Context: an optimization exercise on an open-source flow, tuned for small area, a short achievable clock period and few clock cycles per item. The choices shown serve that exercise and are no tape-out recipe.
Function not checked in this run: the RTL went through the layout flow alone.
Power figures rest on the tool's default switching activity, not on a simulated workload.

$ cat design/flow/config.mk
export PLATFORM = sky130hd
export DESIGN_NAME = sqz_enc
export DESIGN_NICKNAME = sqz_enc
export VERILOG_FILES = /design/flow/design.v
export SDC_FILE = /design/flow/constraint.sdc
export NUM_CORES = 4
export LEC_CHECK = 0
export CAP_MARGIN = 20
export CORE_MARGIN = 2
export CORE_UTILIZATION = 25
export PLACE_DENSITY = 0.4
export SLEW_MARGIN = 20
$ cat design/flow/constraint.sdc
create_clock -name core_clock -period 15.0 [get_ports {clk}]
set_input_delay 3.0000 -clock core_clock [delete_from_list [all_inputs] [get_ports {clk}]]
set_output_delay 3.0000 -clock core_clock [all_outputs]
set_load 0.01 [all_outputs]
$ cat design/flow/design.v
module sqz_enc (
    input  wire        clk,
    input  wire        rst_n,
    input  wire        start_valid,
    output wire        start_ready,
    input  wire [7:0]  start_ns,
    input  wire        s_valid,
    output wire        s_ready,
    input  wire [23:0] s_data,
    output wire        info_valid,
    input  wire        info_ready,
    output wire [1:0]  info_pred,
    output wire [4:0]  info_k,
    output wire [6:0]  info_len,
    output wire        w_valid,
    input  wire        w_ready,
    output wire [31:0] w_data,
    output wire        w_last
);
    localparam [2:0] S_IDLE = 3'd0,
                     S_MEAS = 3'd1,
                     S_SEL  = 3'd2,
                     S_INFO = 3'd3,
                     S_EMIT = 3'd4;
    reg [2:0]  state;
    reg [7:0]  ns;
    reg [7:0]  idx;           
    reg signed [23:0] z0, zp1, zp2;
    wire signed [27:0] zc  = {{4{s_data[23]}}, s_data};
    wire signed [27:0] z0x = {{4{z0[23]}}, z0};
    wire signed [27:0] p1x = {{4{zp1[23]}}, zp1};
    wire signed [27:0] p2x = {{4{zp2[23]}}, zp2};
    wire signed [27:0] e0 = zc - z0x;
    wire signed [27:0] e1 = zc - p1x;
    wire signed [27:0] e2 = (idx == 8'd1) ? (zc - z0x) : (zc - (p1x <<< 1) + p2x);
    function [27:0] zigzag;
        input signed [27:0] e;
        begin
            if (e[27])
                zigzag = ~(e <<< 1);      
            else
                zigzag = e <<< 1;         
        end
    endfunction
    wire [27:0] u0 = zigzag(e0);
    wire [27:0] u1 = zigzag(e1);
    wire [27:0] u2 = zigzag(e2);
    function [5:0] rice_cost;
        input [27:0] u;
        input [4:0]  k;
        reg   [27:0] q;
        begin
            q = u >> k;
            if (q < 28'd24)
                rice_cost = q[5:0] + 6'd1 + {1'b0, k};
            else
                rice_cost = 6'd56;
        end
    endfunction
    reg [12:0] acc [0:71];    
    wire take = s_valid & s_ready;
    reg [6:0]  scan;
    wire       shift_acc = (state == S_SEL) && (scan != 7'd24);
    integer a;
    always @(posedge clk) begin
        if (state == S_IDLE) begin
            for (a = 0; a < 72; a = a + 1)
                acc[a] <= 13'd0;
        end else if (state == S_MEAS && take && idx != 8'd0) begin
            for (a = 0; a < 24; a = a + 1) begin
                acc[a]      <= acc[a]      + {7'd0, rice_cost(u0, a[4:0])};
                acc[a + 24] <= acc[a + 24] + {7'd0, rice_cost(u1, a[4:0])};
                acc[a + 48] <= acc[a + 48] + {7'd0, rice_cost(u2, a[4:0])};
            end
        end else if (shift_acc) begin
            for (a = 0; a < 71; a = a + 1)
                acc[a] <= acc[a + 1];
            acc[71] <= 13'd0;
        end
    end
    reg [1:0]  best_pred;
    reg [4:0]  best_k;
    reg [7:0]  best_len;      
    wire [12:0] raw_bits = (ns - 8'd1) * 13'd24;
    reg  [12:0] cand_bits;
    reg  [1:0]  cand_pred;
    reg  [4:0]  cand_k;
    always @(*) begin
        cand_bits = (scan == 7'd24) ? raw_bits : acc[0];
        if (scan < 7'd24) begin
            cand_pred = 2'd0;
            cand_k    = scan[4:0];
        end else if (scan == 7'd24) begin
            cand_pred = 2'd0;
            cand_k    = 5'd31;
        end else if (scan < 7'd49) begin
            cand_pred = 2'd1;
            cand_k    = scan - 7'd25;
        end else begin
            cand_pred = 2'd2;
            cand_k    = scan - 7'd49;
        end
    end
    wire [12:0] cand_words_w = (cand_bits + 13'd31) >> 5;
    wire [7:0]  cand_words = cand_words_w[7:0];
    reg [27:0] u_sel;
    always @(*) begin
        case (best_pred)
            2'd0:    u_sel = u0;
            2'd1:    u_sel = u1;
            default: u_sel = u2;
        endcase
    end
    reg [55:0] code;
    reg [5:0]  code_len;
    reg [27:0] q_sel;
    reg [55:0] low_bits;
    always @(*) begin
        q_sel    = u_sel >> best_k;
        low_bits = 56'd0;
        if (best_k == 5'd31) begin
            code     = {s_data, 32'd0};
            code_len = 6'd24;
        end else if (q_sel < 28'd24) begin
            code_len = q_sel[5:0] + 6'd1 + {1'b0, best_k};
            low_bits = {28'd0, u_sel & ((28'd1 << best_k) - 28'd1)};
            code     = ~({56{1'b1}} >> q_sel[4:0]) | (low_bits << (6'd56 - code_len));
        end else begin
            code_len = 6'd56;
            code     = {24'hFFFFFF, 4'd0, u_sel};
        end
    end
    reg [95:0] bitbuf;        
    reg [6:0]  bitcnt;
    wire emit_done = (idx == ns);                       
    assign w_valid = (state == S_EMIT) &&
                     ((bitcnt >= 7'd32) || (emit_done && bitcnt != 7'd0));
    assign w_data  = bitbuf[95:64];
    assign w_last  = emit_done && (bitcnt <= 7'd32);
    wire pop = w_valid & w_ready;
    wire [95:0] buf_after_pop = pop ? (bitbuf << 32) : bitbuf;
    wire [6:0]  cnt_after_pop = pop ? ((bitcnt > 7'd32) ? bitcnt - 7'd32 : 7'd0) : bitcnt;
    assign start_ready = (state == S_IDLE);
    assign s_ready     = (state == S_MEAS) ||
                         (state == S_EMIT && !emit_done && bitcnt <= 7'd40);
    assign info_valid  = (state == S_INFO);
    assign info_pred   = best_pred;
    assign info_k      = best_k;
    assign info_len    = best_len[6:0];
    always @(posedge clk) begin
        if (!rst_n) begin
            state     <= S_IDLE;
            ns        <= 8'd0;
            idx       <= 8'd0;
            z0        <= 24'd0;
            zp1       <= 24'd0;
            zp2       <= 24'd0;
            scan      <= 7'd0;
            best_pred <= 2'd0;
            best_k    <= 5'd0;
            best_len  <= 8'd0;
            bitbuf    <= 96'd0;
            bitcnt    <= 7'd0;
        end else begin
            case (state)
                S_IDLE: begin
                    if (start_valid) begin
                        ns    <= start_ns;
                        idx   <= 8'd0;
                        state <= S_MEAS;
                    end
                end
                S_MEAS: begin
                    if (take) begin
                        if (idx == 8'd0)
                            z0 <= s_data;
                        zp2 <= zp1;
                        zp1 <= s_data;
                        if (idx == ns - 8'd1) begin
                            idx   <= 8'd0;
                            scan  <= 7'd0;
                            state <= S_SEL;
                        end else begin
                            idx <= idx + 8'd1;
                        end
                    end
                end
                S_SEL: begin
                    if (scan == 7'd0 || cand_words < best_len) begin
                        best_len  <= cand_words;
                        best_pred <= cand_pred;
                        best_k    <= cand_k;
                    end
                    if (scan == 7'd72)
                        state <= S_INFO;
                    scan <= scan + 7'd1;
                end
                S_INFO: begin
                    if (info_ready) begin
                        bitbuf <= 96'd0;
                        bitcnt <= 7'd0;
                        state  <= S_EMIT;
                    end
                end
                S_EMIT: begin
                    if (take) begin
                        if (idx == 8'd0)
                            z0 <= s_data;
                        zp2 <= zp1;
                        zp1 <= s_data;
                        idx <= idx + 8'd1;
                    end
                    if (take && idx != 8'd0) begin
                        bitbuf <= buf_after_pop | ({code, 40'd0} >> cnt_after_pop);
                        bitcnt <= cnt_after_pop + {1'b0, code_len};
                    end else begin
                        bitbuf <= buf_after_pop;
                        bitcnt <= cnt_after_pop;
                    end
                    if (emit_done && (bitcnt == 7'd0 || (pop && w_last)))
                        state <= S_IDLE;
                end
                default: state <= S_IDLE;
            endcase
        end
    end
endmodule
$ cat design/flow/run.sh
#!/bin/bash
# synth_recipe.tcl (not shown) runs the flow's synth.tcl, then flattens the netlist and writes it again
# the make line also repeats each setting of config.mk as NAME=value (left out here)
make -C /OpenROAD-flow-scripts/flow DESIGN_CONFIG=/design/flow/config.mk WORK_HOME=/design/flow/orfs CLKGATE_MAP_FILE= SYNTH_SCRIPT=/design/flow/synth_recipe.tcl finish
==> run summary <==
- Worst setup margin: 0.9531 ns
- Worst-path fanout max: 14
- Top FF cell, synth: dfxtp_1
- Worst hold path endpoint: z0[3]
- Finished Core Util: 28.16%
- Clk buf depth: 4
- Synth Instances: 13,130
- First DRT Iteration DRCs: 8,862
- CP startpoint kind: primary input
- Measured slew at the worst slew-check pin: 1.200 ns
- Most common cell on crit path: mux2i_1
- Final Power: 20.39 mW
- Remaining DRCs: 0
- Tot GR Track Use: 20.32%
- Vias per cell: 5.360
- Post-CTS sizing: 0
- Register area share after synthesis: 24.31%
- P_int: 9.497 mW
- Detailed-route via count: 96,220
- Adder-cell area share of the yosys netlist: 10.58%
- Largest net degree at the start of global routing: 164
- Max Cap Viol: 0
- Clock Power Share: 20.0%
- Simple-gate area share of the yosys netlist: 22.37%
- Cells after DPL: 17,650
- Dpl cell area: 101,100 sq um
- Hold-fix buffer count after cts: 0
- WL per Instance: 22.58 um
- Area taken by multi-input logic gates: 66,540 sq um
- Syn Std Cell Area: 94,880 sq um
- Clock Pin Slew Worst Setup and Hold Paths: 0.06 ns
- Leak Pwr: 39.89 nW
- Clock Sinks: 1,152
- Final setup vio count: 0
- RSZ-0062 raised after global routing: no
- Total area of sequential cells: 23,060 sq um
- Max_slew headroom: 19.50%
- CTS tree: built
- Root buf cell: clkbuf_16
- Htree depth: 4
- Compound-cell area share of the yosys netlist: 28.93%
- Synth Area in XOR/XNOR: 5.241%
- Area grow syn2layout: 12.31%
- Min-delay src: z0[3]
- Pwr per Cell Area: 191.4 nW/um^2
- Logic gate share of total power: 63.9%
- Total Neg Setup Slack: 0 ns
- Status: complete, no violations
- Crit Path Class: in -> reg
- Final Non-Filler Cells: 17,950
- DP Wirelength: 290,100 um
- Initial antenna violation count: 13
- Minimum hold slack: 0.4551 ns
- Switch share: 53.43%
- Final Slew Violations: 0
- Syn_nets: 13,910
- Final ANT Viol Nets: 0
- Clk_skew: 0.06322 ns
- Data required time of the worst path: 15.71 ns
- Starting Density: 25.08%
- R2R depth: 32
- Mux cell area share after synthesis: 2.623%
- Total congestion overflow: 0
- Crit path largest cell delay: 0.82 ns
- Drt pass-1 iters: 8
- Die Ht: 620.0 um
- Fin crit period: 14.05 ns
- Synth warn: 2
- CP Capture Type: flop
- Postcts setup bufs: 0
- #FFs+latches synth: 1,152
- Post-synth EDFFs: 0
- Psw: 10.89 mW
- Final hold vios: 0
- Worst Path Arrival: 14.76 ns
- Pre-CTS setup slack: 0.5144 ns
- Post-synth ARST share: 0%
- FF-to-FF setup slack: 3.28 ns
- Slowest cell on crit path: mux2i_1
- Routed wire length: 405,300 um
- Fmax: 71.19 MHz
- # fillers: 41,820
- I/O pin count: 89
- Clk Latency, worst-skew pair: 0.91 ns
- First-pass GRT wire length: 608,100 um
- Flop pwr share: 16.1%
- FP Rows: 226
- Hold depth: 2
- Syn Area/Cell: 7.224 sq um
- TritonCTS Buffers: 161
- VDD IR max: 216.2 uV
- Design Area, Final: 106,600 sq um
- Number of global-route vias before repair: 90,840
- Final net count: 13,580
- RR Endpoint: bitbuf[16]
- Combinational family with the most area after synthesis: compound AO/OA/AOI/OAI gates
- Worst r2r src: zp1[0]
- Tcrit/Tclk final: 93.65%
- Die Width: 620.0 um
- Layout cells sized above 1: 6.051%
- Die Area: 384,500 sq um
- Port Buffer Count: 88
- Gpl congestion: 0.9673
- Min-Delay Path Class: reg -> reg
- Core area: 378,300 sq um
- Synth cell types: 128
## worst max-delay path: cells and delay by family
family	cells	cell delay (ns)
xor+xnor	4	2.14
mux	5	1.97
compound gates	13	4.06
fa+ha+maj	3	1.02
buf+inv	6	1.46
simple gates	4	1.11
## layout by cell type (no fill, tap or decap), types with 61 or more instances in the layout
master           Yosys  layout
a2bb2oi_1           62      62
a21oi_1           1616    1614
a211oi_1           104     103
and3_1             123     122
a221oi_1           241     241
nor2b_1            195     195
nor3_1             352     351
dfxtp_1           1152    1150
xor2_1              97      94
o22ai_1             70      70
a31oi_1            148     148
a22oi_1            265     265
ha_1               641     641
inv_1              521     518
buf_4               49     268
or3_1               61      61
o211ai_1           124     124
fa_1               101     101
a21o_1             324     324
and2_1             113     111
nand2b_1           112     112
o21a_1              90      90
nand4_1             96      96
nand3_1            393     392
clkbuf_16            0     170
clkdlybuf4s50_1      0      88
nor4_1              61      61
mux2i_1            171     170
xnor2_1            423     404
nand2_1           1577    1571
nor2_1            1503    1494
o21ai_0            750     746
## flip-flops by register name, indices dropped and copies added (netlist names)
name,flops
bitbuf,96
zp1,24
z0,24
bitcnt,7
scan,7
state,3
zp2,24
idx,8
acc,936
best_pred,2
best_len,8
ns,8
best_k,5
## logic make-up after synthesis
group	Yosys count
AOI/OAI and AO/OA	4319
xor gates and xnor gates	541
adders and majority gates	742
buffers and inverters	1415
DFF	1152
muxes	228
and+or+nand+nor	4737
## layout make-up
type,instances,share of cell area [%]
antenna,13,0.03053
tap,5016,5.890
multi-input combinational,10570,62.44
timing repair buffer,368,2.940
clock inverter,31,0.4321
inverter,549,1.948
clock buffer,256,4.671
sequential,1152,21.64
## power by group through the flow
stage	Combinational (mW)	Clock (mW)	Sequential [mW]
global placement	12.9	0	3.36
finish	13.0	4.08	3.29
floorplan	8.14	0	3.30
CTS	12.8	4.22	3.29
detailed placement	12.8	0	3.36
global route	13.9	4.32	3.30
## per-layer routing
layer / track usage [%] / vias up / share of wire, %
met2: 30.66 / 2792 / 42
li1: - / 46500 / -
met5: 0 / - / 0.0032
met1: 29.57 / 46320 / 48
met3: 2.693 / 607 / 6.1
met4: 6.362 / 2 / 3.2
## how the worst max path moves through the flow
stage,start,slack [ns],cells after the start,to
final,s_data[0],0.95,35,bitbuf[16]
after global routing,s_data[0],0.28,36,bitbuf[49]
after CTS,s_data[0],1.39,36,bitbuf[49]
after detailed placement,s_data[0],0.51,36,bitbuf[49]
after global placement,s_data[0],0.72,35,bitbuf[52]
after floorplan,s_data[4],3.52,36,bitbuf[22]
## Yosys cell counts, drive strengths merged (26+ instances only)
library cell | count | area [sq um]
a211o | 27 | 236.5
a211oi | 107 | 818.3
a21o | 324 | 2432
a21oi | 1621 | 8132
a221oi | 243 | 2141
a22oi | 265 | 1989
a2bb2oi | 64 | 573.1
a311oi | 26 | 234.0
a31oi | 149 | 938.4
a32oi | 29 | 261.5
and2 | 114 | 713.2
and3 | 124 | 780.8
buf | 179 | 996.0
clkbuf | 687 | 2580
dfxtp | 1152 | 23060
fa | 101 | 2022
ha | 641 | 8020
inv | 537 | 2021
mux2 | 45 | 506.7
mux2i | 173 | 1757
nand2 | 1579 | 5937
nand2b | 112 | 700.7
nand3 | 393 | 1967
nand4 | 99 | 638.1
nor2 | 1503 | 5642
nor2b | 195 | 1220
nor3 | 353 | 1772
nor3b | 42 | 320.3
nor4 | 62 | 402.9
o2111ai | 26 | 227.7
o211ai | 126 | 964.7
o21a | 91 | 684.4
o21ai | 774 | 3908
o21bai | 48 | 360.4
o221ai | 59 | 516.8
o22ai | 74 | 488.0
or2 | 42 | 262.8
or3 | 62 | 392.9
xnor2 | 439 | 4010
xor2 | 99 | 893.4

-- static timing again, ports no longer ideal --
In the flow no input, the clock included, has a driving cell. The finished layout below was timed again as built, in two steps. Step 1: set_driving_cell puts a clkbuf_16 on clk and a buf_2 on each other input, an assumption about the parent block. Step 2 also shifts input and output timing later by t, the mid clock arrival at the registers, as if the neighbouring blocks saw the same clock. Three values: no drivers, after step 1, after step 2; two values: the first two.
shift t [ns]: 0.985
setup slack, ns: 0.953 / 1.041 / 0.056
worst setup path at the end: input to register
slew at the worst register clock pin (ns): 0.06 / 0.06
After both steps setup and hold are still met in this run. For this run, drivers alone change the setup slack by +0.088 ns; drivers and shift together by -0.897 ns.
